Source: an optimization exercise on an open RTL-to-GDS flow (aim: small area, a short achievable clock period and few clock cycles per item). Production flows keep margins and buffers that such runs may drop.
In this exercise RTL edits were held to simulation tests only and were not proved equivalent to the original.

==> run Z <==
==> flow/design.v <==
module pr_hash (
    input  wire         clk,
    input  wire         rst,
    input  wire         cfg_we,
    input  wire         cfg_re,
    input  wire [11:0]  cfg_addr,
    input  wire [31:0]  cfg_wdata,
    output reg  [31:0]  cfg_rdata,
    input  wire         req_valid,
    output wire         req_ready,
    input  wire [5:0]   req_group,
    input  wire [767:0] req_nouns,    
    input  wire [31:0]  req_meta,
    output wire         rsp_valid,
    input  wire         rsp_ready,
    output wire [7:0]   rsp_index
);
    localparam [31:0] POLY = 32'h82F6_3B78;
    localparam [1:0] S_IDLE  = 2'd0,
                     S_RUN   = 2'd1,
                     S_DONE  = 2'd2,
                     S_FLUSH = 2'd3;
    localparam [1:0] T_UNUSED = 2'd0,
                     T_SINGLE = 2'd1,
                     T_PAIR   = 2'd2,
                     T_HALVES = 2'd3;
    reg        grp_mode [0:63];
    reg [2:0]  grp_prof [0:63];
    reg [31:0] grp_seed [0:63];
    reg [11:0] prof_ent [0:63];      
    wire       a_grp  = (cfg_addr[11:10] == 2'b00);
    wire       a_prof = (cfg_addr[11:7]  == 5'b10000);
    wire [5:0] a_g    = cfg_addr[9:4];
    wire [2:0] a_q    = cfg_addr[6:4];
    wire [1:0] a_w    = cfg_addr[3:2];
    reg [63:0] seed_v;
    reg [31:0] prof_v;
    integer i;
    always @(posedge clk) begin
        if (rst) begin
            for (i = 0; i < 64; i = i + 1) begin
                grp_mode[i] <= 1'b0;
                grp_prof[i] <= 3'd0;
            end
            seed_v <= 64'd0;
            prof_v <= 32'd0;
        end else if (cfg_we) begin
            if (a_grp && a_w == 2'd0) begin
                grp_mode[a_g] <= cfg_wdata[0];
                grp_prof[a_g] <= cfg_wdata[3:1];
            end
            if (a_grp && a_w == 2'd1)
                seed_v[a_g] <= 1'b1;
            if (a_prof)
                prof_v[{a_q, a_w}] <= 1'b1;
        end
    end
    always @(posedge clk) begin
        if (cfg_we && a_grp && a_w == 2'd1)
            grp_seed[a_g] <= cfg_wdata;
        if (cfg_we && a_prof) begin
            prof_ent[{a_q, a_w, 1'b0}] <= cfg_wdata[11:0];
            prof_ent[{a_q, a_w, 1'b1}] <= cfg_wdata[27:16];
        end
    end
    always @(posedge clk) begin
        if (cfg_re) begin
            cfg_rdata <= 32'd0;
            if (a_grp && a_w == 2'd0)
                cfg_rdata <= {28'd0, grp_prof[a_g], grp_mode[a_g]};
            if (a_grp && a_w == 2'd1)
                cfg_rdata <= grp_seed[a_g] & {32{seed_v[a_g]}};
            if (a_prof)
                cfg_rdata <= {4'd0, prof_ent[{a_q, a_w, 1'b1}],
                              4'd0, prof_ent[{a_q, a_w, 1'b0}]} & {32{prof_v[{a_q, a_w}]}};
        end
    end
    reg [1:0]   state;
    reg [799:0] words_q;             
    reg         mode_q;
    reg [11:0]  ent_q [0:7];
    reg [31:0]  acc_q;               
    reg [2:0]   ent_i;               
    reg         half_q;              
    reg [31:0]  w_q;                 
    reg         wv_q;                
    assign req_ready = (state == S_IDLE);
    assign rsp_valid = (state == S_DONE);
    assign rsp_index = acc_q[31:24] ^ acc_q[23:16] ^ acc_q[15:8] ^ acc_q[7:0];
    function [31:0] slot_word;
        input [799:0] w;
        input [4:0]   s;
        begin
            if (s < 5'd25)
                slot_word = w[32*s +: 32];
            else
                slot_word = 32'd0;
        end
    endfunction
    function [31:0] crc_word;
        input [31:0] c;
        input [31:0] w;
        integer m;
        reg [31:0] r;
        begin
            r = c;
            for (m = 3; m >= 0; m = m - 1)
                r = crc_byte(r, w[8*m +: 8]);
            crc_word = r;
        end
    endfunction
    function [31:0] crc_byte;
        input [31:0] c;
        input [7:0]  d;
        integer k;
        reg [31:0] r;
        begin
            r = c ^ {24'd0, d};
            for (k = 0; k < 8; k = k + 1)
                r = r[0] ? ((r >> 1) ^ POLY) : (r >> 1);
            crc_byte = r;
        end
    endfunction
    wire [11:0] ent   = ent_q[ent_i];
    wire [1:0]  typ   = ent[11:10];
    wire [31:0] w_a   = slot_word(words_q, ent[4:0]);
    wire [31:0] w_b   = slot_word(words_q, ent[9:5]);
    reg [31:0] sym_w;
    always @(*) begin
        case (typ)
            T_SINGLE: sym_w = w_a;
            T_PAIR:   sym_w = w_a ^ w_b;
            T_HALVES: sym_w = {16'd0, w_a[31:16] ^ w_a[15:0]};
            default:  sym_w = 32'd0;
        endcase
    end
    wire [31:0] cur_w   = (typ == T_PAIR && half_q) ? w_b : w_a;
    wire        last_of_entry = (typ != T_PAIR) || half_q;
    wire [31:0] acc_nx  = mode_q ? (acc_q ^ w_q) : crc_word(acc_q, w_q);
    always @(posedge clk) begin
        if (rst) begin
            state <= S_IDLE;
        end else begin
            case (state)
                S_IDLE: begin
                    if (req_valid) begin
                        words_q <= {req_meta, req_nouns};
                        mode_q  <= grp_mode[req_group];
                        acc_q   <= grp_seed[req_group] & {32{seed_v[req_group]}};
                        for (i = 0; i < 8; i = i + 1)
                            ent_q[i] <= prof_ent[{grp_prof[req_group], i[2:0]}]
                                        & {12{prof_v[{grp_prof[req_group], i[2:1]}]}};
                        ent_i   <= 3'd0;
                        half_q  <= 1'b0;
                        wv_q    <= 1'b0;
                        state   <= S_RUN;
                    end
                end
                S_RUN: begin
                    if (wv_q)
                        acc_q <= acc_nx;
                    if (mode_q) begin
                        w_q   <= sym_w;
                        wv_q  <= 1'b1;
                    end else begin
                        w_q   <= cur_w;
                        wv_q  <= (typ != T_UNUSED);
                    end
                    if (mode_q || last_of_entry) begin
                        half_q <= 1'b0;
                        ent_i  <= ent_i + 3'd1;
                        if (ent_i == 3'd7)
                            state <= S_FLUSH;
                    end else begin
                        half_q <= 1'b1;
                    end
                end
                S_FLUSH: begin
                    if (wv_q)
                        acc_q <= acc_nx;
                    wv_q  <= 1'b0;
                    state <= S_DONE;
                end
                S_DONE: begin
                    if (rsp_ready)
                        state <= S_IDLE;
                end
            endcase
        end
    end
endmodule
==> flow/run.sh <==
#!/bin/bash
# synth_recipe.tcl (not shown) runs the flow's synth.tcl, then flattens the netlist and writes it again
# the make line also repeats each setting of config.mk as NAME=value (left out here)
make -C /OpenROAD-flow-scripts/flow DESIGN_CONFIG=/design/flow/config.mk WORK_HOME=/design/flow/orfs CLKGATE_MAP_FILE= SYNTH_SCRIPT=/design/flow/synth_recipe.tcl finish
==> flow/config.mk <==
export PLATFORM = sky130hd
export DESIGN_NAME = pr_hash
export DESIGN_NICKNAME = pr_hash
export VERILOG_FILES = /design/flow/design.v
export SDC_FILE = /design/flow/constraint.sdc
export NUM_CORES = 4
export LEC_CHECK = 0
export CAP_MARGIN = 20
export CORE_MARGIN = 2
export CORE_UTILIZATION = 40
export SETUP_SLACK_MARGIN = 2.5
export SLEW_MARGIN = 20
==> flow/constraint.sdc <==
create_clock -name core_clock -period 8.0 [get_ports {clk}]
set_input_delay 1.6000 -clock core_clock [delete_from_list [all_inputs] [get_ports {clk}]]
set_output_delay 1.6000 -clock core_clock [all_outputs]
set_load 0.01 [all_outputs]
==> run M (differences from run Z) <==
- SETUP_SLACK_MARGIN: 2.5 -> 0.4
==> flow_metrics.env <==
export IMPL_fin_worst_skew_ps=153
export IMPL_multi_input_area_share_pct=29.6
export IMPL_status="timing/DRC/antenna clean"
export IMPL_cts_repair_resized=47
export IMPL_fillers=41200
export IMPL_fin_total_pwr_uw=109000
export IMPL_finalCritPeriodShare_pct=69.3
export IMPL_comb_power_share_pct=58.2
export IMPL_multi_input_cells=7376
export IMPL_seqPwrFrac_pct=23.1
export IMPL_powerComb_uw=63400
export IMPL_layout_drive_gt1_share_pct=19.0
export IMPL_leakage_uw=0.0736
export IMPL_cts_setup_buffers=14
export IMPL_cellPowerDensity_nw_per_um2=478
export IMPL_dr_wl_met2_um=333000
export IMPL_final_cell_mix="edfxtp_1 (4,070), nand2_1 (1,578), mux4_2 (1,168), a22oi_1 (1,025), clkdlybuf4s50_1 (852)"
export IMPL_worstSetupStartpointType="register"
export IMPL_max_stage_delay_ps=620
The numbers above come from run Z.

==> flow_metrics.env <==
export IMPL_cts_setup_buffers=0
export IMPL_non_clock_buffer_area_share_pct=5.99
export IMPL_cts_repair_resized=0
export IMPL_fin_worst_skew_ps=156
export IMPL_leakage_uw=0.0735
export IMPL_status="timing/DRC/antenna clean"
export IMPL_dp_cells=19400
export IMPL_fillers=41300
export IMPL_comb_power_share_pct=54.4
export IMPL_cellPowerDensity_nw_per_um2=446
export IMPL_largest_register="grp_seed"
export IMPL_max_stage_delay_ps=970
export IMPL_multi_input_area_share_pct=29.3
export IMPL_seqPwrFrac_pct=24.8
export IMPL_final_cell_mix="edfxtp_1 (4,070), nand2_1 (1,578), mux4_2 (1,168), a22oi_1 (1,033), clkdlybuf4s50_1 (853)"
export IMPL_dr_wl_met2_um=337000
export IMPL_multi_input_cells=7372
export IMPL_fin_total_pwr_uw=101000
export IMPL_worstSetupStartpointType="input port"
The numbers above come from run M.

Testbench counts of run Z, summed over its fixed seeds: cycles 19,439, items 1,536.
Testbench counts of run M, summed over its fixed seeds: cycles 19,439, items 1,536.

==> afterwards: timing with drivers on the ports <==
Ports are ideal in the flow. The routed layouts listed here were re-timed in OpenROAD.
Step 1: set_driving_cell puts a clkbuf_16 on clk and a buf_2 on each other input, an assumption about the parent block.
Step 2 also shifts input and output timing later by t, the mid clock arrival at the registers, as if the neighbouring blocks saw the same clock.
Three values: ideal, step 1, step 2; two values: the first two.
run | t, ns | setup WS [ns] | worst setup path after step 2 | latest minus earliest clock arrival (ns) | slew at the worst register clock pin (ns)
run Z | 1.127 | 2.456 / 2.456 / 1.364 | input to register | 0.167 / 0.167 | 0.07 / 0.07
run M | 1.127 | 1.619 / 1.600 / 0.473 | input to register | 0.166 / 0.166 | 0.07 / 0.07
After both steps every run listed still meets setup and hold. The setup slack of run M, which loses most, moves by -0.019 ns with the drivers and by -1.146 ns with both steps.
